This is an optimization exercise on Yosys and OpenROAD, whose aim is small area and a short achievable clock period, not a production implementation.
Where RTL was checked, it was by simulation tests only, not by an equivalence proof against the original.

==> run F: inputs <==
## case_ecc_codec
module case_ecc_codec (
    input  wire         clk,
    input  wire         rst,
    input  wire         enc_valid,
    input  wire [127:0] enc_data,
    output wire         enc_out_valid,
    output wire [31:0]  enc_out_check,
    input  wire         dec_valid,
    input  wire [159:0] dec_word,
    input  wire [19:0]  dec_erase,
    output wire         dec_out_valid,
    output wire [127:0] dec_out_data,
    output wire         dec_out_corrected,
    output wire         dec_out_uncorrectable,
    output wire [4:0]   dec_out_last_dev
);
clock: 16.0 ns
lec_check: 0
cap_margin: 20
core_margin: 2
core_utilization: 35
slew_margin: 20
standard.sh (not shown) runs the stock make flow with config.mk's settings and CLKGATE_MAP_FILE= SYNTH_SCRIPT=/design/flow/synth_recipe.tcl, a recipe that flattens the netlist after the stock synthesis.
==> flow/flow/run.sh <==
#!/bin/bash
# Standard ORFS layout (standard.sh), with timing repair aiming below the
# clock period: repair_timing's setup margin set so that it keeps
# improving the worst paths well past the 16 ns constraint.
bash standard.sh SETUP_SLACK_MARGIN=10 TNS_END_PERCENT=100 finish > standard.log 2>&1
==> run P: changes against run F <==
==> flow/flow/run.sh (replaced) <==
#!/bin/bash
# Standard ORFS layout (standard.sh) with two changes:
#  - the port buffers are buf_2 cells instead of the delay buffers that
#    buffer_ports picks by default (every port still gets its buffer);
#  - timing repair aims below the clock period (repair_timing's setup
#    margin), so it keeps improving the worst paths past the constraint.
bash standard.sh SETUP_SLACK_MARGIN=10.5 TNS_END_PERCENT=100 \
    "BUFFER_PORTS_ARGS=-buffer_cell sky130_fd_sc_hd__buf_2" finish > standard.log 2>&1
==> summary of the runs <==
- Maximum frequency: run F is lower than run P (8.9%).
- In synthesized cell count, run F and run P do not differ.
- Of run F and run P, run F has the higher clock skew (gap 0.0036 ns).
- Hold slack: run P is worse than run F (0.0069 ns).
- Between run F and run P, the lower first-iteration DRC count is in run F (gap 0.30%, measured against run P).
- In area after synthesis, run F and run P do not differ.
- In run F the setup slack is worse than in run P, by 0.55 ns.
==> figures <==
Antenna violations before repair: run P 52; run F 50
Worst EP arrival: run P 6.16 ns; run F 6.66 ns
Detailed Place HPWL: run P 246000 µm; run F 249000 µm
Met2 usage: run P 54.1%; run F 53.8%
Hold path endpoint: run P u_dec.data2[93]$_DFF_P_; run F u_dec.data2[68]$_DFF_P_
Multi-Input Combinational: run P 6454; run F 6450
Ant. Diodes: run P 38; run F 24
DR WL met3: run P 31900 µm; run F 28200 µm
Run status: run P finished clean; run F finished clean
CP most frequent cell: run P sky130_fd_sc_hd__or4_4; run F sky130_fd_sc_hd__xnor2_1
Tcrit/Tclk final: run P 35.0%; run F 38.4%
Layout-to-synthesis area ratio: run P 1.222x; run F 1.208x
Number of clock buffers in the layout: run P 90; run F 89


==> inputs of raven <==
Another version of the RTL of case_ecc_codec (not shown whole).
==> flow/design.v (excerpt) <==
module case_ecc_codec (
    input  wire         clk,
    input  wire         rst,
    input  wire         enc_valid,
    input  wire [127:0] enc_data,
    output wire         enc_out_valid,
    output wire [31:0]  enc_out_check,
    input  wire         dec_valid,
    input  wire [159:0] dec_word,
    input  wire [19:0]  dec_erase,
    output wire         dec_out_valid,
    output wire [127:0] dec_out_data,
    output wire         dec_out_corrected,
    output wire         dec_out_uncorrectable,
    output wire [4:0]   dec_out_last_dev
);
    rs_enc u_enc (
        .clk       (clk),
        .rst       (rst),
        .in_valid  (enc_valid),
        .in_data   (enc_data),
        .out_valid (enc_out_valid),
        .out_check (enc_out_check)
    );
    rs_dec u_dec (
        .clk               (clk),
        .rst               (rst),
        .in_valid          (dec_valid),
        .in_word           (dec_word),
        .in_erase          (dec_erase),
        .out_valid         (dec_out_valid),
        .out_data          (dec_out_data),
        .out_corrected     (dec_out_corrected),
        .out_uncorrectable (dec_out_uncorrectable),
        .out_last_dev      (dec_out_last_dev)
    );
endmodule
clock: 16.0 ns
lec_check: 0
cap_margin: 20
core_margin: 2
core_utilization: 50
cts_buf_list: sky130_fd_sc_hd__clkbuf_4 sky130_fd_sc_hd__clkbuf_8
gpl_routability_driven: 0
slew_margin: 20
==> flow/flow/run.sh <==
#!/bin/bash
# Standard ORFS layout (standard.sh) with two changes:
#  - the port buffers are buf_1 cells instead of the delay buffers that
#    buffer_ports picks by default (every port still gets its buffer);
#  - timing repair aims below the clock period (repair_timing's setup
#    margin), so it keeps improving the worst paths past the constraint.
bash standard.sh SETUP_SLACK_MARGIN=11.3 TNS_END_PERCENT=100 \
    "BUFFER_PORTS_ARGS=-buffer_cell sky130_fd_sc_hd__buf_1" finish > standard.log 2>&1
==> pepper (differences from raven) <==
--- a/flow/design.v
+++ b/flow/design.v
@@ -2494,32 +2494,31 @@
     assign s3_c[4] = sx735;
     assign s3_c[5] = sx753;
     assign s3_c[6] = sx775;
     assign s3_c[7] = sx795;
     reg       e0;           
     reg [7:0] xa, xa2;      
-    reg [7:0] m1, m2, m3, m4, m5;
+    reg [7:0] m1, m2, m3, m4;
     always @(*) begin
         e0  = (e0r == 20'd0);
         xa  = 8'h00;
         xa2 = 8'h00;
         for (j = 19; j >= 0; j = j - 1)
             if (e0r[j]) begin
                 xa  = dev_x(j);
                 xa2 = gf_sq(dev_x(j));
             end
         m1 = gf_mul(s0_c, e0 ? s2_c : xa);     
         m2 = gf_mul(s1_c, e0 ? s3_c : xa);     
-        m3 = gf_mul(s2_c, e0 ? s1_c : 8'h01);  
+        m3 = gf_mul(s2_c, e0 ? s1_c : xa);     
         m4 = gf_mul(s0_c, e0 ? s3_c : xa2);    
-        m5 = gf_mul(s2_c, xa);                 
     end
     reg         v1;
     reg [127:0] data1;
     reg [19:0]  e1;
-    reg [7:0]   s0_1, s1_1, s2_1, s3_1, m1_1, m2_1, m3_1, m4_1, m5_1;
+    reg [7:0]   s0_1, s1_1, s2_1, s3_1, m1_1, m2_1, m3_1, m4_1;
     reg         e0_1;
     reg [1:0]   ecnt1;
     always @(posedge clk) begin
         if (rst) v1 <= 1'b0;
         else     v1 <= v0;
         data1 <= w0[127:0];
@@ -2531,31 +2530,30 @@
         s2_1  <= s2_c;
         s3_1  <= s3_c;
         m1_1  <= m1;
         m2_1  <= m2;
         m3_1  <= m3;
         m4_1  <= m4;
-        m5_1  <= m5;
     end
     reg [7:0]  t0, t1, t2, dd, pp, qq, ax;
     reg [3:0]  nx;
     reg [19:0] hita_c, hitb_c;
     reg        tzero_c, t0nz_c, chka_c, dnz_c;
     wire [159:0] ca, cb;
     always @(*) begin
         dd = gf_sq(s1_1) ^ m1_1;
         qq = gf_sq(s2_1) ^ m2_1;
         pp = m3_1 ^ m4_1;
         t0 = s1_1 ^ (e0_1 ? 8'h00 : m1_1);
         t1 = s2_1 ^ (e0_1 ? 8'h00 : m2_1);
-        t2 = s3_1 ^ m5_1;
+        t2 = s3_1 ^ (e0_1 ? 8'h00 : m3_1);
         tzero_c = (t0 == 8'h00) && (t1 == 8'h00) && (t2 == 8'h00);
         t0nz_c  = (t0 != 8'h00);
         chka_c  = (gf_mul(t0, t2) == gf_sq(t1));
         dnz_c   = (dd != 8'h00);
-        ax = to_tower(m4_1 ^ m3_1);    
+        ax = to_tower(m4_1 ^ (e0_1 ? m3_1 : s2_1));
         nx = inv16(t_norm(ax));
     end
     wire cax0 = t0[6] ^ t0[7];
     wire cax1 = t0[4] ^ t0[5];
     wire cax2 = t0[2] ^ t0[3];
     wire cax3 = t0[0] ^ t0[1];
Settings changed: GPL_ROUTABILITY_DRIVEN 0 to unset.
==> notes <==
Against pepper, the register-to-register slack of raven is better by 0.33 ns.
Against raven, the final cell count of pepper is lower by about 0.9%.
==> figures <==
Status: pepper finished clean; raven finished clean
Setup slack after layout: pepper 11.02 ns; raven 11.17 ns
Count of multi-input gates: pepper 5021; raven 5060
Mean number of vias per cell: pepper 5.56; raven 5.53
Measured slew at the worst slew-check pin: pepper 1.21 ns; raven 1.12 ns
Highest clock frequency the design can meet: pepper 201 MHz; raven 207 MHz
Area Growth Syn to Fin: pepper 20.2%; raven 20.6%
Die Span Y: pepper 338 um; raven 339 um
Worst relative slew slack: pepper 19.1%; raven 24.6%
Worst reg2reg path startpoint: pepper u_dec.e0_1; raven u_dec.m3_1[1]
Only the layout flow was run in pepper; the RTL was not checked for function there.

==> what the ideal ports hide <==
The flow's constraints put no driver on any port. The routed layouts listed below were extracted and timed again, unchanged, in two steps. Step 1 (the two cells are an assumption about what drives the block):
set clk [get_ports {clk}]
set_driving_cell -lib_cell sky130_fd_sc_hd__clkbuf_16 $clk
set_driving_cell -lib_cell sky130_fd_sc_hd__buf_2 [delete_from_list [all_inputs] $clk]
Step 2 also shifts input and output timing later by t, the mid clock arrival at the registers, as if the neighbouring blocks saw the same clock. Slacks: ideal ports / drivers / drivers and shift; pairs: ideal ports / drivers.
run	shift t [ns]	setup slack, ns	latest minus earliest clock arrival (ns)	slew at the worst register clock pin (ns)	cell pins on the clock port's net
run F	0.752	9.848 / 9.895 / 9.143	0.077 / 0.076	0.07 / 0.07	1
run P	0.766	10.398 / 10.398 / 9.755	0.076 / 0.076	0.07 / 0.07	1
raven	0.872	11.170 / 11.223 / 10.351	0.094 / 0.094	0.07 / 0.07	1
pepper	0.879	11.023 / 11.023 / 10.430	0.096 / 0.095	0.08 / 0.08	1
After both steps every run listed still meets setup and hold. For raven, which loses most, drivers alone change the setup slack by +0.053 ns; drivers and shift together by -0.819 ns.
